Source: an optimization exercise on an open RTL-to-GDS flow (aim: small area, a short achievable clock period and few clock cycles). Production flows keep margins and buffers that such runs may drop. In this exercise RTL edits were held to simulation tests only and were not proved equivalent to the original.

==> design/flow/design.v <==
module dgs_sha256 (
    input  wire         clk,
    input  wire         rst,         
    input  wire         start,
    input  wire         load_state,
    input  wire         partial,
    input  wire [255:0] state_in,    
    input  wire [63:0]  count_in,    
    output wire         idle,
    input  wire         in_valid,
    output wire         in_ready,
    input  wire [31:0]  in_data,     
    input  wire         in_last,
    input  wire [2:0]   in_nbytes,   
    output reg          done,
    output wire         err,
    output wire [255:0] digest,
    output wire [63:0]  count_out
);
    localparam [255:0] IV = {32'h6a09e667, 32'hbb67ae85, 32'h3c6ef372, 32'ha54ff53a,
                             32'h510e527f, 32'h9b05688c, 32'h1f83d9ab, 32'h5be0cd19};
    function [31:0] rotr(input [31:0] x, input integer n);
        rotr = (x >> n) | (x << (32 - n));
    endfunction
    reg         busy;
    reg [31:0]  a, b, c, d, e, f, g, h;    
    reg [255:0] hv;              
    reg [511:0] wv;              
    reg [5:0]   na;              
    reg         pb;              
    reg [5:0]   nb_i;
    reg         pc;              
    reg         fold;            
    reg         r0;              
    reg [31:0]  hkw;
    reg [63:0]  tot;             
    reg         part_r;          
    reg         err_r;           
    reg         ended;           
    reg         placed80;        
    reg         lenblk;          
    reg         fin;             
    assign idle     = !busy;
    assign in_ready = busy && !ended && !fin && (na[5:4] == 2'd0);
    assign err       = err_r;
    assign digest    = err_r ? 256'd0 : {a, b, c, d, e, f, g, h};
    assign count_out = err_r ? 64'd0 : tot;
    wire [2:0] nbytes = in_last ? in_nbytes : 3'd4;
    reg [31:0] byte_mask, pad_byte;
    always @(*) begin
        case (nbytes)
            3'd0:    begin byte_mask = 32'h00000000; pad_byte = 32'h80000000; end
            3'd1:    begin byte_mask = 32'hff000000; pad_byte = 32'h00800000; end
            3'd2:    begin byte_mask = 32'hffff0000; pad_byte = 32'h00008000; end
            3'd3:    begin byte_mask = 32'hffffff00; pad_byte = 32'h00000080; end
            default: begin byte_mask = 32'hffffffff; pad_byte = 32'h00000000; end
        endcase
    end
    wire [31:0] data_word = (in_data & byte_mask) | pad_byte;
    wire [63:0] bit_len = {tot[60:0], 3'b000};
    wire [31:0] pad_word = !placed80                 ? 32'h80000000 :
                           (lenblk && na == 6'd14)   ? bit_len[63:32] :
                           (lenblk && na == 6'd15)   ? bit_len[31:0]  : 32'd0;
    wire [31:0] wm2  = wv[63:32];      
    wire [31:0] wm7  = wv[223:192];    
    wire [31:0] wm15 = wv[479:448];    
    wire [31:0] wm16 = wv[511:480];    
    wire [31:0] ss0 = rotr(wm15, 7)  ^ rotr(wm15, 18) ^ (wm15 >> 3);
    wire [31:0] ss1 = rotr(wm2, 17)  ^ rotr(wm2, 19)  ^ (wm2 >> 10);
    wire [31:0] w_sched = ss1 + wm7 + ss0 + wm16;
    wire take = in_valid && in_ready;
    wire sched = (na[5:4] != 2'd0);
    wire pad_go = busy && ended && !fin && !sched;
    wire p_full  = (in_nbytes == 3'd4) && (na == 6'd15);    
    wire p_empty = (in_nbytes == 3'd0) && (na == 6'd0);     
    wire p_end   = take && part_r && in_last;
    wire a_go = sched || pad_go || (take && !(p_end && !p_full));
    wire [31:0] a_word = sched ? w_sched : ended ? pad_word : data_word;
    reg [31:0] k_n;
    always @(*) begin
        case (nb_i)
            6'd0:  k_n = 32'h428a2f98;  6'd1:  k_n = 32'h71374491;
            6'd2:  k_n = 32'hb5c0fbcf;  6'd3:  k_n = 32'he9b5dba5;
            6'd4:  k_n = 32'h3956c25b;  6'd5:  k_n = 32'h59f111f1;
            6'd6:  k_n = 32'h923f82a4;  6'd7:  k_n = 32'hab1c5ed5;
            6'd8:  k_n = 32'hd807aa98;  6'd9:  k_n = 32'h12835b01;
            6'd10: k_n = 32'h243185be;  6'd11: k_n = 32'h550c7dc3;
            6'd12: k_n = 32'h72be5d74;  6'd13: k_n = 32'h80deb1fe;
            6'd14: k_n = 32'h9bdc06a7;  6'd15: k_n = 32'hc19bf174;
            6'd16: k_n = 32'he49b69c1;  6'd17: k_n = 32'hefbe4786;
            6'd18: k_n = 32'h0fc19dc6;  6'd19: k_n = 32'h240ca1cc;
            6'd20: k_n = 32'h2de92c6f;  6'd21: k_n = 32'h4a7484aa;
            6'd22: k_n = 32'h5cb0a9dc;  6'd23: k_n = 32'h76f988da;
            6'd24: k_n = 32'h983e5152;  6'd25: k_n = 32'ha831c66d;
            6'd26: k_n = 32'hb00327c8;  6'd27: k_n = 32'hbf597fc7;
            6'd28: k_n = 32'hc6e00bf3;  6'd29: k_n = 32'hd5a79147;
            6'd30: k_n = 32'h06ca6351;  6'd31: k_n = 32'h14292967;
            6'd32: k_n = 32'h27b70a85;  6'd33: k_n = 32'h2e1b2138;
            6'd34: k_n = 32'h4d2c6dfc;  6'd35: k_n = 32'h53380d13;
            6'd36: k_n = 32'h650a7354;  6'd37: k_n = 32'h766a0abb;
            6'd38: k_n = 32'h81c2c92e;  6'd39: k_n = 32'h92722c85;
            6'd40: k_n = 32'ha2bfe8a1;  6'd41: k_n = 32'ha81a664b;
            6'd42: k_n = 32'hc24b8b70;  6'd43: k_n = 32'hc76c51a3;
            6'd44: k_n = 32'hd192e819;  6'd45: k_n = 32'hd6990624;
            6'd46: k_n = 32'hf40e3585;  6'd47: k_n = 32'h106aa070;
            6'd48: k_n = 32'h19a4c116;  6'd49: k_n = 32'h1e376c08;
            6'd50: k_n = 32'h2748774c;  6'd51: k_n = 32'h34b0bcb5;
            6'd52: k_n = 32'h391c0cb3;  6'd53: k_n = 32'h4ed8aa4a;
            6'd54: k_n = 32'h5b9cca4f;  6'd55: k_n = 32'h682e6ff3;
            6'd56: k_n = 32'h748f82ee;  6'd57: k_n = 32'h78a5636f;
            6'd58: k_n = 32'h84c87814;  6'd59: k_n = 32'h8cc70208;
            6'd60: k_n = 32'h90befffa;  6'd61: k_n = 32'ha4506ceb;
            6'd62: k_n = 32'hbef9a3f7;  default: k_n = 32'hc67178f2;
        endcase
    end
    wire [31:0] m0 = fold ? hv[255:224] : 32'd0;
    wire [31:0] m1 = fold ? hv[223:192] : 32'd0;
    wire [31:0] m2 = fold ? hv[191:160] : 32'd0;
    wire [31:0] m3 = fold ? hv[159:128] : 32'd0;
    wire [31:0] m4 = fold ? hv[127:96]  : 32'd0;
    wire [31:0] m5 = fold ? hv[95:64]   : 32'd0;
    wire [31:0] m6 = fold ? hv[63:32]   : 32'd0;
    wire [31:0] m7 = fold ? hv[31:0]    : 32'd0;
    wire [31:0] h_src = pc ? g : h;
    wire [31:0] hkw_n = h_src + m7 + k_n + wv[31:0];
    wire [31:0] big_s1 = rotr(e, 6) ^ rotr(e, 11) ^ rotr(e, 25);
    wire [31:0] big_s0 = rotr(a, 2) ^ rotr(a, 13) ^ rotr(a, 22);
    wire [31:0] ch     = (e & f) ^ (~e & g);
    wire [31:0] maj    = (a & b) ^ (a & c) ^ (b & c);
    wire [31:0] a1s = hkw ^ big_s1 ^ ch;
    wire [31:0] a1c = {((hkw & big_s1) | (hkw & ch) | (big_s1 & ch)), 1'b0} ;
    wire [31:0] a2s = big_s0 ^ maj ^ m0;
    wire [31:0] a2c = {((big_s0 & maj) | (big_s0 & m0) | (maj & m0)), 1'b0};
    wire [31:0] a3s = a1s ^ a1c ^ a2s;
    wire [31:0] a3c = {((a1s & a1c) | (a1s & a2s) | (a1c & a2s)), 1'b0};
    wire [31:0] a4s = a3s ^ a3c ^ a2c;
    wire [31:0] a4c = {((a3s & a3c) | (a3s & a2c) | (a3c & a2c)), 1'b0};
    wire [31:0] a_n = a4s + a4c;
    wire [31:0] e1s = hkw ^ d ^ m4;
    wire [31:0] e1c = {((hkw & d) | (hkw & m4) | (d & m4)), 1'b0};
    wire [31:0] e2s = e1s ^ e1c ^ big_s1;
    wire [31:0] e2c = {((e1s & e1c) | (e1s & big_s1) | (e1c & big_s1)), 1'b0};
    wire [31:0] e3s = e2s ^ e2c ^ ch;
    wire [31:0] e3c = {((e2s & e2c) | (e2s & ch) | (e2c & ch)), 1'b0};
    wire [31:0] e_n = e3s + e3c;
    always @(posedge clk) begin
        if (rst) begin
            busy <= 1'b0;
            done <= 1'b0;
            pb   <= 1'b0;
            pc   <= 1'b0;
            fold <= 1'b0;
        end else begin
            done <= 1'b0;
            if (!busy) begin
                if (start) begin
                    {a, b, c, d, e, f, g, h} <= load_state ? state_in : IV;
                    tot      <= load_state ? count_in : 64'd0;
                    err_r    <= load_state && (count_in[5:0] != 6'd0);
                    part_r   <= partial;
                    ended    <= 1'b0;
                    placed80 <= 1'b0;
                    lenblk   <= 1'b0;
                    fin      <= 1'b0;
                    na       <= 6'd0;
                    pb       <= 1'b0;
                    pc       <= 1'b0;
                    fold     <= 1'b0;
                    busy     <= 1'b1;
                end
            end else begin
                if (take)
                    tot <= tot + {61'd0, nbytes};
                if (a_go) begin
                    wv <= {wv[479:0], a_word};
                    na <= na + 6'd1;
                end
                if (take && in_last) begin
                    ended <= 1'b1;
                    if (part_r) begin
                        if (p_full)
                            fin <= 1'b1;
                    end else if (nbytes != 3'd4) begin
                        placed80 <= 1'b1;
                        if (na[3:0] <= 4'd13 || na[3:0] == 4'd15)
                            lenblk <= 1'b1;    
                    end
                end
                if (pad_go) begin
                    placed80 <= 1'b1;
                    if (!placed80 && na[3:0] <= 4'd13)
                        lenblk <= 1'b1;
                    if (na[3:0] == 4'd15) begin
                        if (lenblk)
                            fin <= 1'b1;
                        else
                            lenblk <= 1'b1;    
                    end
                end
                pb   <= a_go;
                nb_i <= na;
                if (pb)
                    hkw <= hkw_n;
                pc   <= pb;
                fold <= pb && (nb_i == 6'd63);
                r0   <= pb && (nb_i == 6'd0);
                if (pc) begin
                    if (r0)
                        hv <= {a, b, c, d, e, f, g, h};
                    a <= a_n;
                    b <= a + m1;
                    c <= b + m2;
                    d <= c + m3;
                    e <= e_n;
                    f <= e + m5;
                    g <= f + m6;
                    h <= g + m7;
                end
                if (p_end && !p_full) begin
                    if (!p_empty)
                        err_r <= 1'b1;           
                    if (!p_empty || !(pb || pc)) begin
                        done <= 1'b1;
                        busy <= 1'b0;
                        pb   <= 1'b0;
                        pc   <= 1'b0;
                        fold <= 1'b0;
                    end else
                        fin <= 1'b1;
                end else if (fin && fold) begin
                    done <= 1'b1;
                    busy <= 1'b0;
                end
            end
        end
    end
endmodule
==> design/flow/run.sh <==
#!/bin/bash
# synth_recipe.tcl (not shown) runs the flow's synth.tcl, then flattens the netlist and writes it again
# the make line also repeats each setting of config.mk as NAME=value (left out here)
make -C /OpenROAD-flow-scripts/flow DESIGN_CONFIG=/design/flow/config.mk WORK_HOME=/design/flow/orfs CLKGATE_MAP_FILE= SYNTH_SCRIPT=/design/flow/synth_recipe.tcl finish
==> design/flow/config.mk <==
export PLATFORM = sky130hd
export DESIGN_NAME = dgs_sha256
export DESIGN_NICKNAME = dgs_sha256
export VERILOG_FILES = /design/flow/design.v
export SDC_FILE = /design/flow/constraint.sdc
export NUM_CORES = 4
export LEC_CHECK = 0
export CAP_MARGIN = 20
export CORE_MARGIN = 2
export CORE_UTILIZATION = 40
export SETUP_SLACK_MARGIN = 5
export SLEW_MARGIN = 20
==> design/flow/constraint.sdc <==
create_clock -name core_clock -period 10.0 [get_ports {clk}]
set_input_delay 2.0000 -clock core_clock [delete_from_list [all_inputs] [get_ports {clk}]]
set_output_delay 2.0000 -clock core_clock [all_outputs]
set_load 0.01 [all_outputs]
==> results of run 1 <==
synth_stat cells (61+ instances only):
| master | number | share of area |
|---|---|---|
| nor2_1 | 364 | 0.019 |
| xnor2_1 | 373 | 0.045 |
| xor2_1 | 222 | 0.027 |
| o21ai_0 | 418 | 0.029 |
| inv_1 | 545 | 0.028 |
| fa_1 | 343 | 0.094 |
| nor2b_1 | 344 | 0.029 |
| a21oi_1 | 433 | 0.030 |
| ha_1 | 338 | 0.058 |
| a21o_1 | 165 | 0.017 |
| nand2b_1 | 61 | 0.0052 |
| clkbuf_1 | 244 | 0.012 |
| edfxtp_1 | 1139 | 0.47 |
| nand3_1 | 80 | 0.0055 |
| nor3_1 | 75 | 0.0051 |
| nand2_1 | 452 | 0.023 |
| and2_1 | 236 | 0.020 |
cells in the final DEF (no fill, tap or decap), drive strengths merged, types with 60 or more instances in the layout:
master	synthesis	routed
nand3	80	80
buf	19	264
xnor2	373	373
nand2b	61	61
fa	343	343
edfxtp	1139	1139
inv	545	555
nand2	452	452
a21oi	433	433
o21ai	419	419
clkdlybuf4s50	0	685
nor3	75	75
nor2b	344	344
clkbuf	244	176
nor2	364	364
and2	236	236
xor2	222	222
ha	338	338
clkinv	3	60
a21o	165	165
through the flow:
stage / hold WS [ns] / std cells / cell area (sq um) / utilization
after CTS: 0.408 / 9873 / 89700 / 0.492
after detailed placement: 0.405 / 9477 / 83000 / 0.455
after global placement: 0.400 / 9477 / 83000 / 0.455
after global routing: 0.416 / 9933 / 90900 / 0.498
after floorplan: 0.400 / 6588 / 73400 / -
final: 0.405 / 9938 / 90900 / 0.498
worst min-delay path by stage:
stage	from	end	slack [ns]	cells after the start
2_1_floorplan	wv[68]	wv[100]	0.40	0
3_3_place_gp	wv[307]	wv[339]	0.40	0
3_5_place_dp	wv[80]	wv[112]	0.40	0
4_1_cts	wv[103]	wv[135]	0.41	0
5_1_grt	wv[103]	wv[135]	0.42	0
6_report	wv[145]	wv[177]	0.41	0
metal layers:
metal | up-vias | global-route usage | routed length, um
li1 | 24900 | - | -
met1 | 28500 | 0.441 | 129000
met2 | 2753 | 0.468 | 131000
met3 | 497 | 0.0679 | 26800
met4 | 18 | 0.138 | 14200
met5 | - | 0 | 108
cell families after synthesis:
group           after synthesis  share of synthesized area
compound gates             1494                      0.127
xor+xnor                    595                     0.0711
fa+ha+maj                   685                      0.152
buf+inv                     811                     0.0416
flops                      1176                      0.477
mux                          78                     0.0116
simple gates               1749                      0.120
state kept, by name, indices dropped and copies added, names as in the netlist, 6 cells and up:
signal / cells
hv: 256
k_n: 32
na: 6
a: 32
g: 32
b: 32
tot: 64
h: 32
e: 32
d: 32
nb_i: 6
hkw: 32
c: 32
wv: 512
f: 32
final cells by class:
class                   instances  area share
multi-input cells            4601       0.404
flip-flops and latches       1176       0.385
repair buffers                956       0.103
clock buffers                 173      0.0405
well taps                    2385      0.0328
inverters                     548      0.0229
clock inverters                87      0.0117
diodes                         11    0.000303
repair inverters                1   0.0000551
what timing repair did:
item | 4_1_cts | 5_1_grt
pin swaps | 64 | 109
cloned | 5 | 3
resized for setup | 207 | 142
endpoints found under the setup margin | 443 | 163
buffers inserted | 131 | 51
hold endpoints to repair | 0 | 0
==> impl_metrics.csv, run 1 <==
group,metric,value,unit
floorplan,die_w,432,um
drt,via_count,56600,
clock_network,cts_buffers,142,
grt,grt_pass1_wl,414000,um
logic_synthesis,synth_ff_type,"edfxtp_1",
timing,slew_violations,0,
logic_synthesis,synth.avg_cell_area,11.1,sq um
timing,slew_headroom,0.280,
drt,wl_per_cell,30.3,um
timing,post-route-period-util,0.559,
worst_setup_path,criticalPathCategory,"reg2reg",
drt,drc,0,
worst_setup_path,ff2ff_path_depth,16,
timing,timing.setup.tns,0,ns
placed_design,io_buffers,685,
worst_setup_path,timing.critical_path.from,"e[26]",
worst_setup_path,path_buf_inv,4,
worst_setup_path,rr_endpoint,"a[29]",
drt,drt-total-wl,301000,um
clock_network,clock_latency,0.84,ns
logic_synthesis,yosys.cell_types.count,78,
floorplan,rows,157,
floorplan,ioPinCount,686,
cells_and_area,fill_cells,16400,
timing,grt_setup_unrepaired,"yes",
logic_synthesis,postSynthCellCount,6588,
worst_setup_path,worst_ep_required_time,10.53,ns
timing,worstMarginPinSlew,1.08,ns
worst_setup_path,end_kind,"flop",
logic_synthesis,yosys_warnings,1,
timing,fmaxAchievable,179,MHz
worst_setup_path,r2r_start,"e[26]",
worst_setup_path,critPathArrivalTime,6.13,ns
grt,antenna_found_initial,32,
worst_setup_path,path_common_cell,"fa_1",
cells_and_area,drive_gt1_frac,0.104,
worst_setup_path,regToRegSetupSlack,4.41,ns
logic_synthesis,synthArstFlopShare,0,
logic_synthesis,syn_area,73300,sq um
clock_network,clkTransAtPathRegs,0.06,ns
run_status,status,"finished clean",
logic_synthesis,synth_edf_count,1139,
flow_run,drv_cap,0,
timing,fin_crit,5.59,ns
cells_and_area,layout.nets,8469,
timing,hold_violations,0,
worst_setup_path,crit_family,"adder cells",
clock_network,cts_hold_buf,0,
timing,finalClockSkew,0.0509,ns
drt,ant_nets,0,
cells_and_area,area_growth,24.0,%
grt,overflow,0,
placed_design,place_congestion,0.978,
drt,drtPass1Iterations,7,
clock_network,cts_sinks,1176,
worst_setup_path,cp-endpoint,"a[29]",
worst_setup_path,slowest_delay,0.76,ns
logic_synthesis,synth_seq_area_share,0.477,
floorplan,die_area,187000,sq um
timing,finalSetupViolCount,0,
floorplan,die_y,432,um
worst_setup_path,cp_num_cells,16,
hold_path,hold_class,"reg2reg",
clock_network,cts-root-buf,"clkbuf_16",
worst_setup_path,cp_max_fo,5,
worst_setup_path,cp_slowest_cell,"fa_1",
worst_setup_path,crit_chain,"buf_4 > buf_4 > xnor2_1 > xnor2_2 > fa_1 > inv_1 > fa_1 > inv_1 > fa_1 > ha_1 > a211o_1 > o31a_1 > a221o_1 > a31oi_1 > mux2i_1 > a311oi_1",
grt,grt_max_degree,150,
placed_design,hpwl,221000,um
worst_setup_path,cp-start-kind,"flop",
grt,track_usage,0.315,
clock_network,clk_path_buf_depth,3,
placed_design,pre_cts_slack,3.67,ns
clock_network,cts_tree,"done",
floorplan,core-area,182000,sq um
logic_synthesis,synth_nets,7631,
cells_and_area,multi_input_area,36800,sq um
cells_and_area,seq_area,35000,sq um
floorplan,initial_utilization,0.402,
timing,layout_setup_ws,4.41,ns
logic_synthesis,ys_ff_latch,1176,
clock_network,htreeDepth,4,
grt,grt_pass1_vias,54500,
drt,via_per_inst,5.70,
drt,drtIter0Drc,6828,
Testbench counts, summed over its fixed seeds: cycles 31,040.
==> run 2, diff against run 1 <==
--- a/design/flow/config.mk
+++ b/design/flow/config.mk
@@ -9,4 +9,3 @@
 export CORE_MARGIN = 2
 export CORE_UTILIZATION = 40
-export SETUP_SLACK_MARGIN = 5
 export SLEW_MARGIN = 20
==> run 2 against run 1 <==
Compared with the run above:
- still clean on timing, DRC and antenna
- wire length is 0.32% lower
- synthesized cell count unchanged
- area after synthesis is the same
- sequential share of layout area rose by 1.4 points
- hold slack improved by 0.0067 ns
- non-clock buffer count fell by 198
- highest routed layer unchanged
==> impl_metrics.csv, run 2 <==
group,metric,value,unit
run_status,status,"finished clean",
logic_synthesis,synthArstFlopShare,0,
cells_and_area,area_growth,19.6,%
floorplan,core-area,182000,sq um
logic_synthesis,yosysMostFrequentCell,"edfxtp_1",
placed_design,io_buffers,685,
grt,grt_pass1_wl,413000,um
clock_network,cts_setup_buffers,0,
worst_setup_path,crit_chain,"buf_4 > and2_1 > fa_1 > ha_1 > xnor2_1 > fa_1 > inv_1 > ha_1 > inv_1 > fa_1 > nor2b_1 > o21ai_0 > a2111o_1 > o211ai_1 > a211oi_1 > or3_1 > a21oi_1 > a211o_1 > a21oi_1 > xnor2_1 > o21ai_0",
cells_and_area,final_common_cell,"edfxtp_1",
logic_synthesis,synth_edf_count,1139,
logic_synthesis,synth.avg_cell_area,11.1,sq um
worst_setup_path,critPathArrivalTime,7.50,ns
clock_network,cts_sinks,1176,
worst_setup_path,path_common_cell,"fa_1",
worst_setup_path,cp_max_fo,73,
drt,drtPass1Iterations,5,
cells_and_area,largest_register_ffs,512,
cells_and_area,regMostFlops,"wv",
clock_network,post_cts_resized,0,
timing,finalClockSkew,0.0516,ns
clock_network,clk_path_buf_depth,3,
clock_network,cts_buffers,141,
timing,slew_violations,0,
grt,grt_pass1_vias,53400,
grt,grt_max_degree,178,
worst_setup_path,slowest_delay,0.84,ns
logic_synthesis,synth_seq_area_share,0.477,
timing,hold_violations,0,
worst_setup_path,criticalPathCategory,"reg2reg",
logic_synthesis,synth_nets,7631,
worst_setup_path,end_kind,"flop",
cells_and_area,layout.nets,8269,
flow_run,drv_cap,0,
logic_synthesis,synth_ff_type,"edfxtp_1",
hold_path,hold_class,"reg2reg",
logic_synthesis,postSynthCellCount,6588,
floorplan,die_y,432,um
drt,wl_per_cell,30.8,um
timing,whs,0.412,ns
cells_and_area,fill_cells,16700,
floorplan,die_area,187000,sq um
floorplan,initial_utilization,0.402,
clock_network,htreeDepth,4,
clock_network,cts-root-buf,"clkbuf_16",
drt,via_per_inst,5.71,
timing,fmaxAchievable,144,MHz
cells_and_area,reg_top3,"wv x512, hv x256, tot x64",
clock_network,clock_latency,0.86,ns
clock_network,cts_tree,"done",
drt,drt-total-wl,300000,um
timing,finalSetupViolCount,0,
drt,via_count,55600,
placed_design,place_congestion,0.987,
logic_synthesis,synth_top_area_share,0.467,
timing,grt_setup_unrepaired,"no",
logic_synthesis,ys_ff_latch,1176,
floorplan,die_w,432,um
timing,slew_headroom,0.245,
timing,post-route-period-util,0.697,
logic_synthesis,synth_common_cells,"1139 x edfxtp_1, 545 x inv_1, 452 x nand2_1",
logic_synthesis,syn_area,73300,sq um
grt,track_usage,0.315,
clock_network,cts_hold_buf,0,
drt,drtIter0Drc,6441,
clock_network,clkTransAtPathRegs,0.06,ns
worst_setup_path,cp-start-kind,"flop",
logic_synthesis,yosys.cell_types.count,78,
worst_setup_path,worst_ep_required_time,10.54,ns
drt,ant_nets,0,
worst_setup_path,cp_slowest_cell,"dfxtp_4",
logic_synthesis,yosys_warnings,1,
drt,drc,0,
floorplan,ioPinCount,686,
placed_design,hpwl,228000,um
grt,overflow,0,
logic_synthesis,yosys.area.top_type,"edfxtp_1",
cells_and_area,drive_gt1_frac,0.0485,
cells_and_area,final_cell_mix,"1139 x edfxtp_1, 685 x clkdlybuf4s50_1, 545 x inv_1",
logic_synthesis,synth_area_leaders,"edfxtp_1 47%, fa_1 9.4%, ha_1 5.8%, xnor2_1 4.5%, a21oi_1 3.0%",
timing,timing.setup.tns,0,ns
floorplan,rows,157,
timing,worstMarginPinSlew,1.13,ns
timing,fin_crit,6.97,ns
grt,antenna_found_initial,28,
[run 2: cell families (layout without fill, tap and decap cells)]
family	Yosys count	in the layout	share of synthesized area
and+or+nand+nor	1749	1749	0.120
AOI/OAI and AO/OA	1494	1494	0.127
DFF	1176	1176	0.477
buffers and inverters	811	1560	0.0416
adders and majority gates	685	685	0.152
xor gates and xnor gates	595	595	0.0711
muxes	78	78	0.0116
other	0	8	0
[run 2: path summary, 6_finish.rpt]
check | startpoint | end | slack (ns) | depth (start not counted)
min reg2reg | wv[96] | wv[128] | 0.41 | 0
min | wv[96] | wv[128] | 0.41 | 0
max | fold | e[31] | 3.03 | 21
max reg2reg | fold | e[31] | 3.03 | 21
[run 2: routing by layer]
metal,wire (um),GRT usage,vias to the layer above
li1,-,-,24400
met1,129000,0.446,27900
met2,129000,0.464,2738
met3,26900,0.0716,494
met4,14100,0.132,8
met5,49,0,-
[run 2: stage by stage]
stage	area, sq um	util	instances	worst slack [ns]
floorplan	73300	-	6588	0.500
global placement	82900	0.454	9467	3.16
detailed placement	82900	0.454	9467	3.18
CTS	87600	0.480	9721	3.08
global route	87700	0.480	9723	2.75
finish	87700	0.481	9730	3.03
[run 2: worst max-delay path, delay by kind of cell, from the launching register on]
| family | cells | cell delay (ns) |
|---|---|---|
| simple gates | 3 | 0.76 |
| compound gates | 8 | 1.94 |
| fa+ha+maj | 5 | 1.78 |
| xor+xnor | 2 | 0.34 |
| flops | 1 | 0.84 |
| buf+inv | 3 | 0.86 |
[run 2: layout make-up]
class                   count  area (sq um)  area share
inverters                 548          2060      0.0235
flip-flops and latches   1176         35000       0.399
diodes                      8          20.0    0.000228
multi-input cells        4601         35400       0.404
clock inverters            85          1090      0.0124
repair buffers            758          7540      0.0860
clock buffers             169          3640      0.0415
well taps                2385          2980      0.0340
==> run 3, diff against run 2 <==
--- a/design/flow/design.v
+++ b/design/flow/design.v
@@ -23,4 +23,24 @@
         rotr = (x >> n) | (x << (32 - n));
     endfunction
+    function [31:0] bk_add(input [31:0] x, input [31:0] y);
+        reg [31:0] p, g, p0;
+        integer i, j;
+        begin
+            p = x ^ y;
+            g = x & y;
+            p0 = p;
+            for (i = 1; i <= 5; i = i + 1)
+                for (j = 2**i - 1; j < 32; j = j + 2**i) begin
+                    g[j] = g[j] | (p[j] & g[j - 2**(i-1)]);
+                    p[j] = p[j] & p[j - 2**(i-1)];
+                end
+            for (i = 5; i > 0; i = i - 1)
+                for (j = 2**i + 2**(i-1) - 1; j < 32; j = j + 2**i) begin
+                    g[j] = g[j] | (p[j] & g[j - 2**(i-1)]);
+                    p[j] = p[j] & p[j - 2**(i-1)];
+                end
+            bk_add = p0 ^ {g[30:0], 1'b0};
+        end
+    endfunction
     reg         busy;
     reg [31:0]  a, b, c, d, e, f, g, h;    
@@ -44,6 +64,6 @@
     assign in_ready = busy && !ended && !fin && (na[5:4] == 2'd0);
     assign err       = err_r;
-    assign digest    = err_r ? 256'd0 : {a, b, c, d, e, f, g, h};
-    assign count_out = err_r ? 64'd0 : tot;
+    assign digest    = {a, b, c, d, e, f, g, h};
+    assign count_out = tot;
     wire [2:0] nbytes = in_last ? in_nbytes : 3'd4;
     reg [31:0] byte_mask, pad_byte;
@@ -75,5 +95,5 @@
     wire p_empty = (in_nbytes == 3'd0) && (na == 6'd0);     
     wire p_end   = take && part_r && in_last;
-    wire a_go = sched || pad_go || (take && !(p_end && !p_full));
+    wire a_go = !err_r && (sched || pad_go || (take && !(p_end && !p_full)));
     wire [31:0] a_word = sched ? w_sched : ended ? pad_word : data_word;
     reg [31:0] k_n;
@@ -144,4 +164,50 @@
     wire [31:0] e3c = {((e2s & e2c) | (e2s & ch) | (e2c & ch)), 1'b0};
     wire [31:0] e_n = e3s + e3c;
+    wire [3:0]  lo_n = {1'b0, tot[2:0]} + {1'b0, nbytes};
+    reg  [60:0] pre;             
+    reg  [60:0] inc_m;
+    integer     ii, ll;
+    always @(*) begin
+        pre = tot[63:3];
+        for (ll = 0; ll < 6; ll = ll + 1)
+            for (ii = 0; ii < 61; ii = ii + 1)
+                if (ii[ll])
+                    pre[ii] = pre[ii] & pre[((ii >> ll) << ll) - 1];
+        inc_m = {pre[59:0] & {60{lo_n[3]}}, lo_n[3]};
+    end
+    wire [63:0] tot_n = {tot[63:3] ^ inc_m, lo_n[2:0]};
+    wire err0  = load_state && (count_in[5:0] != 6'd0);
+    wire perr  = p_end && !p_full && !p_empty && !err_r;    
+    wire ld    = busy ? perr : start;
+    wire         use_in = !busy && !err0 && load_state;
+    wire         use_iv = !busy && !err0 && !load_state;
+    wire [255:0] init_v = ({256{use_in}} & state_in) | ({256{use_iv}} & IV);
+    wire [63:0]  init_t = {64{use_in}} & count_in;
+    always @(posedge clk) begin
+        if (ld) begin
+            {a, b, c, d, e, f, g, h} <= init_v;
+            tot <= init_t;
+        end else begin
+            if (pc) begin
+                a <= a_n;
+                b <= bk_add(a, m1);
+                c <= bk_add(b, m2);
+                d <= bk_add(c, m3);
+                e <= e_n;
+                f <= bk_add(e, m5);
+                g <= bk_add(f, m6);
+                h <= bk_add(g, m7);
+            end
+            if (take && !err_r)
+                tot <= tot_n;
+        end
+        if (pc && r0)
+            hv <= {a, b, c, d, e, f, g, h};
+        if (a_go)
+            wv <= {wv[479:0], a_word};
+        hkw  <= hkw_n;
+        nb_i <= na;
+        r0   <= pb && (nb_i == 6'd0);
+    end
     always @(posedge clk) begin
         if (rst) begin
@@ -155,7 +221,5 @@
             if (!busy) begin
                 if (start) begin
-                    {a, b, c, d, e, f, g, h} <= load_state ? state_in : IV;
-                    tot      <= load_state ? count_in : 64'd0;
-                    err_r    <= load_state && (count_in[5:0] != 6'd0);
+                    err_r    <= err0;
                     part_r   <= partial;
                     ended    <= 1'b0;
@@ -170,10 +234,6 @@
                 end
             end else begin
-                if (take)
-                    tot <= tot + {61'd0, nbytes};
-                if (a_go) begin
-                    wv <= {wv[479:0], a_word};
+                if (a_go)
                     na <= na + 6'd1;
-                end
                 if (take && in_last) begin
                     ended <= 1'b1;
@@ -199,33 +259,18 @@
                 end
                 pb   <= a_go;
-                nb_i <= na;
-                if (pb)
-                    hkw <= hkw_n;
                 pc   <= pb;
                 fold <= pb && (nb_i == 6'd63);
-                r0   <= pb && (nb_i == 6'd0);
-                if (pc) begin
-                    if (r0)
-                        hv <= {a, b, c, d, e, f, g, h};
-                    a <= a_n;
-                    b <= a + m1;
-                    c <= b + m2;
-                    d <= c + m3;
-                    e <= e_n;
-                    f <= e + m5;
-                    g <= f + m6;
-                    h <= g + m7;
-                end
-                if (p_end && !p_full) begin
-                    if (!p_empty)
-                        err_r <= 1'b1;           
-                    if (!p_empty || !(pb || pc)) begin
-                        done <= 1'b1;
-                        busy <= 1'b0;
-                        pb   <= 1'b0;
-                        pc   <= 1'b0;
-                        fold <= 1'b0;
-                    end else
-                        fin <= 1'b1;
+                if (take && in_last && (err_r || perr)) begin
+                    err_r <= 1'b1;
+                    done  <= 1'b1;
+                    busy  <= 1'b0;
+                    pb    <= 1'b0;
+                    pc    <= 1'b0;
+                    fold  <= 1'b0;
+                end else if (p_end && p_empty && !(pb || pc)) begin
+                    done <= 1'b1;
+                    busy <= 1'b0;
+                end else if (p_end && p_empty) begin
+                    fin <= 1'b1;
                 end else if (fin && fold) begin
                     done <= 1'b1;
--- a/design/flow/config.mk
+++ b/design/flow/config.mk
@@ -8,4 +8,5 @@
 export CAP_MARGIN = 20
 export CORE_MARGIN = 2
-export CORE_UTILIZATION = 40
+export CORE_UTILIZATION = 60
+export SETUP_SLACK_MARGIN = 5
 export SLEW_MARGIN = 20
==> run 3 against run 2 <==
Compared with the run above:
- clock-buffer cell count is 21 lower
- die area fell by 36%
- still clean on timing, DRC and antenna
- critical path depth is 3 lower
- largest cell class is now sequential cells
- clock skew increased by 0.055 ns
- wire length shrank 14%
- critical path type unchanged
==> impl_metrics.csv, run 3 <==
group,metric,value,unit
run_status,status,"finished clean",
logic_synthesis,synth_common_cells,"1100 x edfxtp_1, 547 x inv_1, 433 x fa_1",
drt,drtPass1Iterations,8,
cells_and_area,fill_cells,7473,
floorplan,die_y,346,um
cells_and_area,post-route-util,0.743,
timing,whs,0.352,ns
clock_network,cts_tree,"done",
floorplan,core-area,116000,sq um
floorplan,rows,125,
worst_setup_path,cp-start-kind,"flop",
placed_design,dp_cells,7949,
timing,finalClockSkew,0.107,ns
drt,drt-total-wl,257000,um
clock_network,cts-root-buf,"clkbuf_16",
worst_setup_path,critPathArrivalTime,5.74,ns
cells_and_area,final_cell_mix,"1100 x edfxtp_1, 684 x clkdlybuf4s50_1, 535 x inv_1",
cells_and_area,reg_top3,"wv x512, hv x256, tot x64",
logic_synthesis,yosys_warnings,1,
logic_synthesis,synth_top_area_share,0.470,
drt,via_count,54600,
cells_and_area,layout.nets,7952,
logic_synthesis,syn_area,70200,sq um
placed_design,placed_area,78600,sq um
floorplan,initial_utilization,0.604,
grt,antenna_found_initial,12,
clock_network,clock_latency,0.81,ns
clock_network,cts_sinks,1176,
cells_and_area,seq_area,34600,sq um
logic_synthesis,yosysMostFrequentCell,"edfxtp_1",
cells_and_area,drive_gt1_frac,0.116,
drt,drtIter0Drc,8255,
timing,worstMarginPinSlew,1.30,ns
cells_and_area,instances_no_fill,8472,
logic_synthesis,yosys.cell_types.count,81,
drt,drc,0,
logic_synthesis,synth_edf_count,1100,
cells_and_area,area_growth,23.0,%
timing,slew_violations,0,
clock_network,clk_path_buf_depth,3,
cells_and_area,largest_register_ffs,512,
drt,ant_nets,0,
floorplan,die_w,346,um
logic_synthesis,synth_ff_type,"edfxtp_1",
clock_network,htreeDepth,3,
grt,grt_max_degree,174,
logic_synthesis,synth_nets,7061,
clock_network,clkTransAtPathRegs,0.08,ns
worst_setup_path,end_kind,"flop",
clock_network,cts_buffers,121,
worst_setup_path,r2r_start,"a[26]",
grt,track_usage,0.417,
logic_synthesis,synth_area_leaders,"edfxtp_1 47%, fa_1 12%, ha_1 5.7%, xnor2_1 4.8%, inv_1 2.9%",
logic_synthesis,yosys.area.top_type,"edfxtp_1",
timing,fin_crit,5.28,ns
logic_synthesis,ys_ff_latch,1176,
worst_setup_path,criticalPathCategory,"reg2reg",
floorplan,die_area,120000,sq um
timing,post-route-period-util,0.528,
logic_synthesis,synth_seq_area_share,0.492,
worst_setup_path,worst_ep_required_time,10.46,ns
worst_setup_path,ff2ff_path_depth,18,
cells_and_area,multi_input_area,34100,sq um
logic_synthesis,postSynthCellCount,5944,
logic_synthesis,synth.avg_cell_area,11.8,sq um
timing,slew_headroom,0.135,
timing,fmaxAchievable,189,MHz
grt,overflow,0,
placed_design,hpwl,179000,um
cells_and_area,design_area,86400,sq um
timing,grt_setup_unrepaired,"yes",
worst_setup_path,rr_endpoint,"a[30]",
worst_setup_path,timing.critical_path.from,"a[26]",
flow_run,drv_cap,0,
logic_synthesis,synthArstFlopShare,0,
worst_setup_path,cp-endpoint,"a[30]",
placed_design,io_buffers,685,
worst_setup_path,regToRegSetupSlack,4.72,ns
placed_design,place_congestion,1.00,
hold_path,hold_class,"reg2reg",
floorplan,ioPinCount,686,
cells_and_area,regMostFlops,"wv",
clock_network,cts_hold_buf,0,
drt,wl_per_cell,30.3,um
grt,grt_pass1_wl,362000,um
grt,grt_pass1_vias,52900,
worst_setup_path,cp_max_fo,6,
timing,hold_violations,0,
cells_and_area,final_common_cell,"edfxtp_1",
timing,finalSetupViolCount,0,
drt,via_per_inst,6.45,
[run 3: changes by cell type after synthesis, sizes merged, moves of 29 or more]
cell    change
dfxtp      +39
nand2      -60
xor2       -81
nor2      -163
o21ai      -52
nor2b     -332
fa         +90
a22o       -37
a211oi     +73
a21oi      -74
edfxtp     -39
nand2b     -29
nand3     +165
[run 3: worst max-delay path, stage by stage (launching register included)]
cell and delay, ns:
edfxtp_1 0.57, xor2_2 0.34, xnor2_4 0.18, fa_2 0.53, fa_1 0.55, inv_1 0.05
fa_1 0.48, ha_4 0.33, and3_1 0.15, and4_4 0.25, a21o_1 0.16, a31oi_4 0.05
o211a_4 0.27, o31ai_4 0.33, a21oi_2 0.12, buf_4 0.16, a21oi_2 0.15, xnor2_1 0.18
a21oi_1 0.12
[run 3: logic make-up after synthesis]
family                   synth area share
XOR/XNOR                           0.0658
flip-flops                          0.492
buffers and inverters              0.0432
multiplexers                       0.0135
adder cells (fa/ha/maj)             0.181
AO/OA/AOI/OAI                       0.112
AND/OR/NAND/NOR                    0.0917
[run 3: cell type report]
class | count | share of cell area
multi-input combinational | 3963 | 0.394
inverter | 550 | 0.0241
antenna | 5 | 0.000145
clock buffer | 148 | 0.0374
tap | 1524 | 0.0221
sequential | 1176 | 0.400
clock inverter | 83 | 0.00878
timing repair buffer | 1023 | 0.113
[run 3: per-stage QoR]
stage	TNS [ns]	setup WS (ns)
2_1_floorplan	-668.65	-1.45
3_3_place_gp	0	3.61
3_5_place_dp	0	3.51
4_1_cts	0	4.86
5_1_grt	0	4.66
6_report	0	4.72
[run 3: routing by layer]
metal / GRT usage / wire [um] / up-vias / share of wire
met5: 0 / 152 / - / 0.00059
met4: 0.203 / 16100 / 10 / 0.063
met3: 0.108 / 34100 / 857 / 0.13
met2: 0.600 / 109000 / 4304 / 0.43
met1: 0.592 / 97200 / 26700 / 0.38
li1: - / - / 22700 / -
[run 3: what timing repair did]
item / 4_1_cts / 5_1_grt
setup endpoints to repair: 118 / 322
gates cloned: 1 / 0
endpoints found under the hold margin: 0 / 0
buffers inserted: 211 / 74
resized for setup: 194 / 103
pin swaps: 91 / 73
[run 3: worst min path at each step]
stage / startpoint / endpoint / slack, ns / cells past startpoint
2_1_floorplan: na[5] / nb_i[5] / 0.35 / 0
3_3_place_gp: wv[177] / wv[209] / 0.40 / 0
3_5_place_dp: wv[104] / wv[136] / 0.40 / 0
4_1_cts: wv[308] / wv[340] / 0.35 / 0
5_1_grt: wv[308] / wv[340] / 0.36 / 0
6_report: wv[122] / wv[154] / 0.35 / 0
Testbench counts of run 3, summed over its fixed seeds: cycles 31,040.
==> run 4, diff against run 3 <==
--- a/design/flow/config.mk
+++ b/design/flow/config.mk
@@ -8,5 +8,5 @@
 export CAP_MARGIN = 20
 export CORE_MARGIN = 2
-export CORE_UTILIZATION = 60
+export CORE_UTILIZATION = 40
 export SETUP_SLACK_MARGIN = 5
 export SLEW_MARGIN = 20
==> run 4 against run 3 <==
Compared with the run above:
- still clean
- clock-buffer cell count rose by 21
- design area rose by 1.7%
- flip-flop and latch count did not move
- worst setup slack improved by 0.12 ns
- utilization fell by 24 points
- die area rose by 49%
- non-clock buffer count fell by 30
- sequential share of layout area fell by 0.67 points
- first-iteration DRC count fell by 26%
- synthesized cell count did not move
- critical path type unchanged
- critical endpoint is now a[29]
==> impl_metrics.csv, run 4 <==
group,metric,value,unit
run_status,status,"finished clean",
cells_and_area,area_growth,25.1,%
timing,fin_crit,5.16,ns
floorplan,die_y,423,um
grt,grt_pass1_wl,386000,um
drt,wl_per_cell,29.7,um
clock_network,cts_hold_buf,0,
cells_and_area,drive_gt1_frac,0.116,
logic_synthesis,synth_edf_count,1100,
grt,antenna_found_initial,20,
worst_setup_path,cp-start-kind,"flop",
drt,via_count,52400,
timing,hold_violations,0,
flow_run,drv_cap,0,
cells_and_area,fill_cells,15600,
worst_setup_path,regToRegSetupSlack,4.84,ns
drt,drtIter0Drc,6081,
logic_synthesis,synth_top_area_share,0.470,
logic_synthesis,yosys.cell_types.count,81,
cells_and_area,seq_area,34600,sq um
drt,drt-total-wl,276000,um
clock_network,clkTransAtPathRegs,0.06,ns
timing,slew_violations,0,
floorplan,die_w,423,um
grt,grt_use_met1,0.417,
worst_setup_path,rr_endpoint,"a[29]",
hold_path,hold_start,"wv[74]",
grt,grtUsageMet3,0.0576,
clock_network,clk_path_buf_depth,3,
grt,overflow,0,
worst_setup_path,critPathArrivalTime,5.79,ns
worst_setup_path,cp-endpoint,"a[29]",
clock_network,cts_buffers,139,
logic_synthesis,yosys.area.top_type,"edfxtp_1",
cells_and_area,regMostFlops,"wv",
worst_setup_path,r2r_start,"a[24]",
grt,grt_pass1_vias,51500,
hold_path,hold_class,"reg2reg",
drt,drc,0,
logic_synthesis,syn_area,70200,sq um
logic_synthesis,synth_nets,7061,
worst_setup_path,worst_ep_required_time,10.62,ns
logic_synthesis,synthArstFlopShare,0,
placed_design,hpwl,205000,um
logic_synthesis,synth_common_cells,"1100 x edfxtp_1, 547 x inv_1, 433 x fa_1",
cells_and_area,final_common_cell,"edfxtp_1",
logic_synthesis,yosysMostFrequentCell,"edfxtp_1",
timing,grt_setup_unrepaired,"yes",
worst_setup_path,end_kind,"flop",
logic_synthesis,yosys_warnings,1,
logic_synthesis,synth_area_leaders,"edfxtp_1 47%, fa_1 12%, ha_1 5.7%, xnor2_1 4.8%, inv_1 2.9%",
floorplan,core-area,174000,sq um
timing,post-route-period-util,0.516,
logic_synthesis,synth_seq_area_share,0.492,
worst_setup_path,criticalPathCategory,"reg2reg",
logic_synthesis,synth.avg_cell_area,11.8,sq um
floorplan,initial_utilization,0.403,
cells_and_area,largest_register_ffs,512,
cells_and_area,final_cell_mix,"1100 x edfxtp_1, 683 x clkdlybuf4s50_1, 537 x inv_1",
floorplan,rows,153,
grt,track_usage,0.302,
logic_synthesis,postSynthCellCount,5944,
clock_network,clock_latency,0.82,ns
floorplan,ioPinCount,686,
grt,grt_max_degree,169,
logic_synthesis,synth_ff_type,"edfxtp_1",
timing,worstMarginPinSlew,1.08,ns
placed_design,io_buffers,685,
clock_network,cts_sinks,1176,
worst_setup_path,ff2ff_path_depth,18,
drt,via_per_inst,5.64,
grt,grt-busiest-layer,"met2",
placed_design,placed_area,79700,sq um
timing,slew_headroom,0.277,
clock_network,cts_tree,"done",
worst_setup_path,timing.critical_path.from,"a[24]",
timing,finalClockSkew,0.0566,ns
drt,drtPass1Iterations,6,
cells_and_area,design_area,87900,sq um
grt,grtUsageMet2,0.450,
cells_and_area,reg_top3,"wv x512, hv x256, tot x64",
clock_network,cts-root-buf,"clkbuf_16",
timing,fmaxAchievable,194,MHz
placed_design,place_congestion,0.986,
cells_and_area,multi_input_area,34300,sq um
timing,finalSetupViolCount,0,
worst_setup_path,cp_max_fo,5,
cells_and_area,layout.nets,7940,
drt,ant_nets,0,
logic_synthesis,ys_ff_latch,1176,
clock_network,htreeDepth,4,
floorplan,die_area,179000,sq um
[run 4: cell counts after synthesis]
No cell type changed its count.
[run 4: what timing repair did]
action,4_1_cts,5_1_grt
cloned,3,0
buffers inserted,165,75
resized for setup,167,135
endpoints found under the setup margin,73,87
pin swaps,59,109
[run 4: cells by family (layout without fill, tap and decap cells)]
logic type,Yosys count,in the layout,synth area share
XOR/XNOR,528,528,0.0658
flip-flops,1176,1176,0.492
AND/OR/NAND/NOR,1315,1315,0.0917
AO/OA/AOI/OAI,1281,1281,0.112
adder cells (fa/ha/maj),759,759,0.181
buffers and inverters,805,1798,0.0432
multiplexers,80,80,0.0135
other,0,15,0
[run 4: layout make-up]
type                            instances  share of cell area
Sequential cell                      1176               0.393
Multi-Input combinational cell       3963               0.390
Timing Repair Buffer                  993               0.108
Clock buffer                          169              0.0421
Tap cell                             2325              0.0331
Inverter                              550              0.0237
Clock inverter                         86             0.00917
Antenna cell                           15            0.000427
[run 4: routing by layer]
| metal | share of wire | routed length, um |
|---|---|---|
| met5 | 0.00021 | 59 |
| met4 | 0.060 | 16600 |
| met3 | 0.078 | 21500 |
| met2 | 0.44 | 122000 |
| met1 | 0.42 | 115000 |
[run 4: worst min path at each step]
| stage | slack (ns) | endpoint | depth (start not counted) |
|---|---|---|---|
| after floorplan | 0.35 | nb_i[5] | 0 |
| after global placement | 0.40 | wv[193] | 0 |
| after detailed placement | 0.40 | wv[105] | 0 |
| after CTS | 0.41 | wv[112] | 0 |
| after global routing | 0.42 | wv[318] | 0 |
| final | 0.41 | wv[106] | 0 |
[run 4: worst max-delay path, stage by stage (launching register included)]
cell and delay, ns:
edfxtp_1 0.51, buf_6 0.18, xor2_4 0.19, xnor2_4 0.29, fa_1 0.49, fa_1 0.49, inv_1 0.05, fa_1 0.55
ha_4 0.23, and3_4 0.16, or3_4 0.39, a31oi_4 0.23, a21o_1 0.19, o211ai_1 0.10, buf_4 0.15, a21o_1 0.18
o21a_1 0.21, o21a_1 0.17, o31ai_1 0.18
[run 4: metrics by stage]
step / std cells / setup slack [ns] / setup TNS [ns] / hold slack (ns) / utilization
4_1_cts: 9187 / 4.83 / 0 / 0.414 / 0.497
2_1_floorplan: 5944 / -1.45 / -668.65 / 0.346 / -
3_5_place_dp: 8764 / 3.69 / 0 / 0.405 / 0.458
6_report: 9277 / 4.84 / 0 / 0.407 / 0.504
5_1_grt: 9272 / 4.75 / 0 / 0.420 / 0.504
3_3_place_gp: 8764 / 3.80 / 0 / 0.400 / 0.458
==> run 5, diff against run 4 <==
==> design/flow/flow/run.sh (new file) <==
#!/bin/bash
# The standard layout, with the port buffers made of the smallest buffer cell.
set -euo pipefail
export BUFFER_PORTS_ARGS="-buffer_cell sky130_fd_sc_hd__buf_1"
bash standard.sh > standard.log 2>&1
==> design/flow/standard.sh (new file) <==
#!/bin/bash
# synth_recipe.tcl (not shown) runs the flow's synth.tcl, then flattens the netlist and writes it again
# the make line also repeats each setting of config.mk as NAME=value (left out here)
make -C /OpenROAD-flow-scripts/flow DESIGN_CONFIG=/design/flow/config.mk WORK_HOME=/design/flow/orfs CLKGATE_MAP_FILE= SYNTH_SCRIPT=/design/flow/synth_recipe.tcl "${@:-finish}"
removed: design/flow/run.sh
==> run 5 against run 4 <==
Compared with the run above:
- hold slack improved by 0.0014 ns
- cell count increased by 0.16%
- still clean on timing, DRC and antenna
- area after synthesis unchanged
==> impl_metrics.csv, run 5 <==
group,metric,value,unit
run_status,status,"finished clean",
drt,drc,0,
flow_run,drv_cap,0,
floorplan,die_w,423,um
timing,post-route-period-util,0.519,
logic_synthesis,yosysMostFrequentCell,"edfxtp_1",
logic_synthesis,synth_nets,7061,
cells_and_area,largest_register_ffs,512,
drt,drtPass1Iterations,6,
timing,grt_setup_unrepaired,"yes",
floorplan,initial_utilization,0.403,
placed_design,hpwl,201000,um
logic_synthesis,synth_ff_type,"edfxtp_1",
cells_and_area,drive_gt1_frac,0.113,
logic_synthesis,synth_area_leaders,"edfxtp_1 47%, fa_1 12%, ha_1 5.7%, xnor2_1 4.8%, inv_1 2.9%",
grt,grt_pass1_wl,376000,um
logic_synthesis,synth_common_cells,"1100 x edfxtp_1, 547 x inv_1, 433 x fa_1",
cells_and_area,layout.nets,7950,
drt,via_per_inst,5.65,
logic_synthesis,postSynthCellCount,5944,
grt,track_usage,0.295,
worst_setup_path,timing.critical_path.from,"e[3]",
cells_and_area,area_growth,18.8,%
logic_synthesis,synth_top_area_share,0.470,
cells_and_area,regMostFlops,"wv",
clock_network,clk_path_buf_depth,3,
cells_and_area,fill_cells,16000,
floorplan,die_y,423,um
timing,slew_violations,0,
logic_synthesis,synth_edf_count,1100,
drt,wl_per_cell,29.2,um
cells_and_area,instances_no_fill,9292,
grt,antenna_found_initial,20,
clock_network,cts_sinks,1176,
floorplan,die_area,179000,sq um
timing,worstMarginPinSlew,1.23,ns
logic_synthesis,synth.avg_cell_area,11.8,sq um
placed_design,pre_cts_slack,3.63,ns
logic_synthesis,syn_area,70200,sq um
cells_and_area,reg_top3,"wv x512, hv x256, tot x64",
timing,finalClockSkew,0.0427,ns
worst_setup_path,cp-start-kind,"flop",
clock_network,clkTransAtPathRegs,0.06,ns
clock_network,clock_latency,0.81,ns
cells_and_area,final_cell_mix,"1100 x edfxtp_1, 685 x buf_1, 531 x inv_1",
logic_synthesis,synthArstFlopShare,0,
hold_path,hold_class,"reg2reg",
worst_setup_path,criticalPathCategory,"reg2reg",
clock_network,cts_buffers,136,
drt,via_count,52500,
timing,timing.setup.tns,0,ns
clock_network,cts_tree,"done",
logic_synthesis,yosys_warnings,1,
drt,ant_nets,0,
worst_setup_path,critPathArrivalTime,5.80,ns
grt,overflow,0,
floorplan,rows,153,
placed_design,io_buffers,685,
worst_setup_path,end_kind,"flop",
timing,hold_violations,0,
drt,drt-total-wl,271000,um
timing,finalSetupViolCount,0,
cells_and_area,final_common_cell,"edfxtp_1",
timing,slew_headroom,0.177,
worst_setup_path,cp_max_fo,3,
floorplan,core-area,174000,sq um
grt,grt_max_degree,172,
clock_network,htreeDepth,4,
hold_path,hold_start,"wv[71]",
timing,whs,0.409,ns
worst_setup_path,worst_ep_required_time,10.61,ns
logic_synthesis,ys_ff_latch,1176,
placed_design,place_congestion,0.979,
timing,layout_setup_ws,4.81,ns
logic_synthesis,yosys.cell_types.count,81,
worst_setup_path,r2r_start,"e[3]",
drt,drtIter0Drc,6202,
floorplan,ioPinCount,686,
logic_synthesis,yosys.area.top_type,"edfxtp_1",
logic_synthesis,synth_seq_area_share,0.492,
timing,fmaxAchievable,193,MHz
timing,fin_crit,5.19,ns
clock_network,cts-root-buf,"clkbuf_16",
placed_design,dp_cells,8756,
grt,grt_pass1_vias,50800,
## run 5: cell counts after synthesis
Identical to the previous run, type by type.
## run 5: logic make-up (layout without fill, tap and decap cells)
kind of cell | count (synthesis) | after routing | synth area share
and+or+nand+nor | 1315 | 1315 | 0.0917
AOI/OAI and AO/OA | 1281 | 1281 | 0.112
DFF | 1176 | 1176 | 0.492
buffers and inverters | 805 | 1803 | 0.0432
adders and majority gates | 759 | 759 | 0.181
xor gates and xnor gates | 528 | 528 | 0.0658
muxes | 80 | 80 | 0.0135
other | 0 | 25 | 0
## run 5: layout make-up
cell class	count	area, sq um	share of cell area
antenna	25	62.6	0.000750
clock inverter	73	812	0.00973
multi-input combinational	3963	34000	0.407
clock buffer	174	3660	0.0438
inverter	550	2080	0.0249
timing repair buffer	1006	5400	0.0647
sequential	1176	34600	0.414
tap	2325	2910	0.0349
## run 5: metal layers
metal  vias to the layer above  global-route usage  part of all wire
met5                         -                   0          0.000048
met4                         2               0.155             0.061
met3                       531              0.0533             0.079
met2                      2530               0.438              0.44
met1                     26600               0.412              0.42
li1                      22800                   -                 -
## run 5: repair_timing
action / in CTS / in global routing
gates cloned: 2 / 4
buffers inserted: 181 / 77
gates resized for setup: 136 / 122
pin swaps: 43 / 97
setup endpoints to repair: 105 / 50
hold buffers: 0 / 0
## run 5: critical path, stage by stage, from the launching register on
cell and delay [ns]:
edfxtp_1 0.58, mux2i_4 0.37, inv_1 0.09, fa_1 0.51, inv_1 0.08, fa_1 0.46, fa_1 0.49, inv_1 0.07
ha_1 0.32, a211oi_2 0.24, o21a_1 0.18, o211ai_1 0.14, a31oi_4 0.26, a21o_1 0.19, o211ai_1 0.09, buf_4 0.16
a21o_1 0.20, nor4bb_1 0.29, a21oi_1 0.07, a41oi_1 0.22
## run 5: metrics by stage
stage | cell area (sq um) | utilization
after floorplan | 70300 | -
after global placement | 75400 | 0.433
after detailed placement | 75400 | 0.433
after CTS | 82100 | 0.471
after global routing | 83500 | 0.479
final | 83500 | 0.479
## run 5: path summary, 6_finish.rpt
check	to	slack [ns]	cells past startpoint
min reg2reg	wv[103]	0.41	0
max	a[31]	4.81	19
max reg2reg	a[31]	4.81	19
min	wv[103]	0.41	0
==> run 6, diff against run 5 <==
--- a/design/flow/design.v
+++ b/design/flow/design.v
@@ -52,4 +52,5 @@
     reg         pc;              
     reg         fold;            
+    reg         r61, r62;        
     reg         r0;              
     reg [31:0]  hkw;
@@ -135,13 +136,11 @@
     end
     wire [31:0] m0 = fold ? hv[255:224] : 32'd0;
-    wire [31:0] m1 = fold ? hv[223:192] : 32'd0;
-    wire [31:0] m2 = fold ? hv[191:160] : 32'd0;
-    wire [31:0] m3 = fold ? hv[159:128] : 32'd0;
     wire [31:0] m4 = fold ? hv[127:96]  : 32'd0;
-    wire [31:0] m5 = fold ? hv[95:64]   : 32'd0;
-    wire [31:0] m6 = fold ? hv[63:32]   : 32'd0;
-    wire [31:0] m7 = fold ? hv[31:0]    : 32'd0;
-    wire [31:0] h_src = pc ? g : h;
-    wire [31:0] hkw_n = h_src + m7 + k_n + wv[31:0];
+    wire [31:0] fa_h = r61 ? hv[159:128] : r62 ? hv[191:160] : hv[223:192];    
+    wire [31:0] fe_h = r61 ? hv[31:0]    : r62 ? hv[63:32]   : hv[95:64];      
+    wire [31:0] fa_s = bk_add(a, fa_h);
+    wire [31:0] fe_s = bk_add(e, fe_h);
+    wire [31:0] h_src = fold ? hv[31:0] : pc ? g : h;
+    wire [31:0] hkw_n = h_src + k_n + wv[31:0];
     wire [31:0] big_s1 = rotr(e, 6) ^ rotr(e, 11) ^ rotr(e, 25);
     wire [31:0] big_s0 = rotr(a, 2) ^ rotr(a, 13) ^ rotr(a, 22);
@@ -191,11 +190,11 @@
             if (pc) begin
                 a <= a_n;
-                b <= bk_add(a, m1);
-                c <= bk_add(b, m2);
-                d <= bk_add(c, m3);
+                b <= fold ? fa_s : a;
+                c <= fold ? hv[191:160] : b;
+                d <= fold ? hv[159:128] : c;
                 e <= e_n;
-                f <= bk_add(e, m5);
-                g <= bk_add(f, m6);
-                h <= bk_add(g, m7);
+                f <= fold ? fe_s : e;
+                g <= fold ? hv[63:32] : f;
+                h <= fold ? hv[31:0] : g;
             end
             if (take && !err_r)
@@ -204,4 +203,12 @@
         if (pc && r0)
             hv <= {a, b, c, d, e, f, g, h};
+        if (r61) begin
+            hv[159:128] <= fa_s;
+            hv[31:0]    <= fe_s;
+        end
+        if (r62) begin
+            hv[191:160] <= fa_s;
+            hv[63:32]   <= fe_s;
+        end
         if (a_go)
             wv <= {wv[479:0], a_word};
@@ -217,4 +224,6 @@
             pc   <= 1'b0;
             fold <= 1'b0;
+            r61  <= 1'b0;
+            r62  <= 1'b0;
         end else begin
             done <= 1'b0;
@@ -231,4 +240,6 @@
                     pc       <= 1'b0;
                     fold     <= 1'b0;
+                    r61      <= 1'b0;
+                    r62      <= 1'b0;
                     busy     <= 1'b1;
                 end
@@ -261,4 +272,6 @@
                 pc   <= pb;
                 fold <= pb && (nb_i == 6'd63);
+                r61  <= pb && (nb_i == 6'd61);
+                r62  <= pb && (nb_i == 6'd62);
                 if (take && in_last && (err_r || perr)) begin
                     err_r <= 1'b1;
@@ -268,4 +281,6 @@
                     pc    <= 1'b0;
                     fold  <= 1'b0;
+                    r61   <= 1'b0;
+                    r62   <= 1'b0;
                 end else if (p_end && p_empty && !(pb || pc)) begin
                     done <= 1'b1;
==> design/flow/run.sh (new file) <==
#!/bin/bash
# synth_recipe.tcl (not shown) runs the flow's synth.tcl, then flattens the netlist and writes it again
# the make line also repeats each setting of config.mk as NAME=value (left out here)
make -C /OpenROAD-flow-scripts/flow DESIGN_CONFIG=/design/flow/config.mk WORK_HOME=/design/flow/orfs CLKGATE_MAP_FILE= SYNTH_SCRIPT=/design/flow/synth_recipe.tcl finish
removed: design/flow/flow/run.sh
removed: design/flow/standard.sh
==> run 6 against run 5 <==
Compared with the run above:
- design area increased by 3.3%
- clock skew increased by 0.011 ns
- die area decreased by 1.5%
- still clean
- non-clock buffer count decreased by 29
- via count decreased by 0.75%
==> impl_metrics.csv, run 6 <==
group,metric,value,unit
worst_setup_path,slowest_delay,0.55,ns
placed_design,io_buffers,685,
timing,worstMarginPinSlew,1.21,ns
logic_synthesis,postSynthCellCount,5963,
clock_network,cts-root-buf,"clkbuf_16",
logic_synthesis,synth_top_area_share,0.478,
hold_path,hold_start,"wv[106]",
grt,track_usage,0.312,
drt,drt-total-wl,281000,um
timing,hold_violations,0,
floorplan,ioPinCount,686,
timing,fmaxAchievable,197,MHz
worst_setup_path,crit_family,"adder cells",
worst_setup_path,critPathArrivalTime,5.60,ns
worst_setup_path,r2r_start,"a[25]",
grt,grt_pass1_wl,388000,um
floorplan,die_w,420,um
worst_setup_path,cp-start-kind,"flop",
run_status,status,"finished clean",
drt,drtIter0Drc,5490,
logic_synthesis,synth_seq_area_share,0.500,
grt,grt_max_degree,195,
logic_synthesis,yosys_warnings,1,
logic_synthesis,yosysMostFrequentCell,"edfxtp_1",
timing,grt_setup_unrepaired,"yes",
timing,fin_crit,5.07,ns
grt,antenna_found_initial,35,
clock_network,clkTransAtPathRegs,0.06,ns
floorplan,die_y,420,um
logic_synthesis,synth.avg_cell_area,11.6,sq um
clock_network,clock_latency,0.82,ns
clock_network,cts_sinks,1178,
logic_synthesis,synth_edf_count,1100,
placed_design,pre_cts_slack,3.92,ns
clock_network,clk_path_buf_depth,3,
worst_setup_path,worst_ep_required_time,10.54,ns
cells_and_area,area_growth,24.6,%
cells_and_area,largest_register_ffs,512,
timing,layout_setup_ws,4.93,ns
worst_setup_path,path_buf_inv,5,
grt,overflow,0,
cells_and_area,fill_cells,15400,
logic_synthesis,synth_ff_type,"edfxtp_1",
logic_synthesis,synth_area_leaders,"edfxtp_1 48%, fa_1 9.8%, mux2i_1 4.1%, xnor2_1 4.0%, ha_1 3.7%",
timing,whs,0.403,ns
cells_and_area,layout.nets,7626,
placed_design,hpwl,208000,um
hold_path,hold_class,"reg2reg",
cells_and_area,drive_gt1_frac,0.113,
drt,drtPass1Iterations,8,
cells_and_area,reg_top3,"wv x512, hv x256, tot x64",
floorplan,core-area,172000,sq um
cells_and_area,final_common_cell,"edfxtp_1",
timing,slew_violations,0,
cells_and_area,final_cell_mix,"1100 x edfxtp_1, 684 x clkdlybuf4s50_1, 527 x inv_1",
timing,finalSetupViolCount,0,
placed_design,placed_area,78300,sq um
worst_setup_path,cp_slowest_cell,"fa_1",
floorplan,die_area,176000,sq um
worst_setup_path,crit_chain,"buf_4 > buf_4 > xnor2_2 > fa_1 > fa_1 > inv_1 > fa_1 > ha_1 > a21o_1 > a31oi_1 > nor2_1 > nor3_4 > buf_4 > buf_6 > o21a_1 > o21bai_1 > a21oi_1 > xor2_1 > o21ai_1",
timing,finalClockSkew,0.0542,ns
logic_synthesis,syn_area,69100,sq um
clock_network,cts_buffers,136,
timing,post-route-period-util,0.507,
logic_synthesis,synth_common_cells,"1100 x edfxtp_1, 531 x inv_1, 423 x o21ai_0",
flow_run,drv_cap,0,
cells_and_area,design_area,86200,sq um
clock_network,htreeDepth,4,
drt,via_count,52100,
logic_synthesis,yosys.area.top_type,"edfxtp_1",
placed_design,place_congestion,0.978,
grt,grt_pass1_vias,51100,
floorplan,rows,152,
drt,drc,0,
logic_synthesis,yosys.cell_types.count,90,
worst_setup_path,criticalPathCategory,"reg2reg",
worst_setup_path,end_kind,"flop",
logic_synthesis,ys_ff_latch,1178,
drt,ant_nets,0,
floorplan,initial_utilization,0.403,
cells_and_area,post-route-util,0.502,
drt,via_per_inst,5.68,
logic_synthesis,synthArstFlopShare,0,
cells_and_area,regMostFlops,"wv",
worst_setup_path,cp_max_fo,7,
clock_network,cts_tree,"done",
logic_synthesis,synth_nets,6869,
worst_setup_path,timing.critical_path.from,"a[25]",
drt,wl_per_cell,30.6,um
timing,slew_headroom,0.194,
-- run 6: per-layer routing --
metal	global-route usage	vias to the layer above	routed length [um]
met5	0	-	13
met3	0.0556	505	18600
met4	0.174	2	17600
li1	-	22900	-
met2	0.498	2117	133000
met1	0.401	26600	112000
-- run 6: repair_timing --
| action | CTS | global route |
|---|---|---|
| endpoints found under the setup margin | 165 | 82 |
| gates resized for setup | 116 | 166 |
| pin swaps | 27 | 78 |
| hold buffers | 0 | 0 |
| setup buffers | 125 | 70 |
| cloned | 3 | 2 |
-- run 6: final timing paths --
| check | end | slack, ns | depth (start not counted) |
|---|---|---|---|
| hold / removal | wv[138] | 0.40 | 0 |
| setup reg to reg | a[24] | 4.93 | 19 |
| setup / recovery | a[24] | 4.93 | 19 |
| hold reg to reg | wv[138] | 0.40 | 0 |
-- run 6: cell type report --
type                    instances  area (sq um)  area share
well taps                    2310          2890      0.0335
flip-flops and latches       1178         34600       0.402
diodes                         27          67.6    0.000784
clock buffers                 161          3620      0.0420
clock inverters                83           922      0.0107
multi-input cells            3893         32400       0.376
repair buffers                977          9670       0.112
inverters                     534          2000      0.0233
-- run 6: metrics by stage --
stage	setup TNS [ns]	instances
after floorplan	-284.85	5963
after global placement	0	8692
after detailed placement	0	8692
after CTS	0	9064
after global routing	0	9159
final	0	9163
-- run 6: kinds of logic (layout without fill, tap and decap cells) --
family	count (synthesis)	after routing	synth area share
DFF	1178	1178	0.500
other	0	27	0
AOI/OAI and AO/OA	1385	1385	0.124
buffers and inverters	892	1755	0.0502
and+or+nand+nor	1139	1139	0.0778
adders and majority gates	547	547	0.136
muxes	359	359	0.0538
xor gates and xnor gates	463	463	0.0586
Testbench counts of run 6, summed over its fixed seeds: cycles 31,040.

-- afterwards: timing with drivers on the ports --
The results above use ideal ports. As a check the final layouts listed here were re-extracted and re-timed, cells and wires unchanged. Step 1, drivers: a clkbuf_16 drives clk and a buf_2 each remaining input, both assumed. Step 2 times the ports against the registers' clock, not the clock port: input delays grow and output delays shrink by t, the midpoint of the rising clock arrivals with the driver on. Slacks: ideal / step 1 / step 2; pairs: ideal / step 1.
run | t (ns) | setup WS [ns] | worst setup path after step 2 | pins driven straight from the clock port
run 1 | 0.899 | 4.407 / 4.407 / 4.220 | input to register | 1
run 2 | 0.919 | 3.035 / 3.035 / 3.035 | register to register | 1
run 3 | 0.835 | 4.721 / 4.721 / 4.355 | input to register | 1
run 4 | 0.876 | 4.836 / 4.836 / 4.259 | input to register | 1
run 5 | 0.871 | 4.810 / 4.810 / 4.300 | input to register | 1
run 6 | 0.875 | 4.934 / 4.934 / 4.253 | input to register | 1
After both steps every run listed still meets setup and hold. For run 6, which loses most, drivers alone change the setup slack by 0.000 ns; drivers and shift together by -0.681 ns.
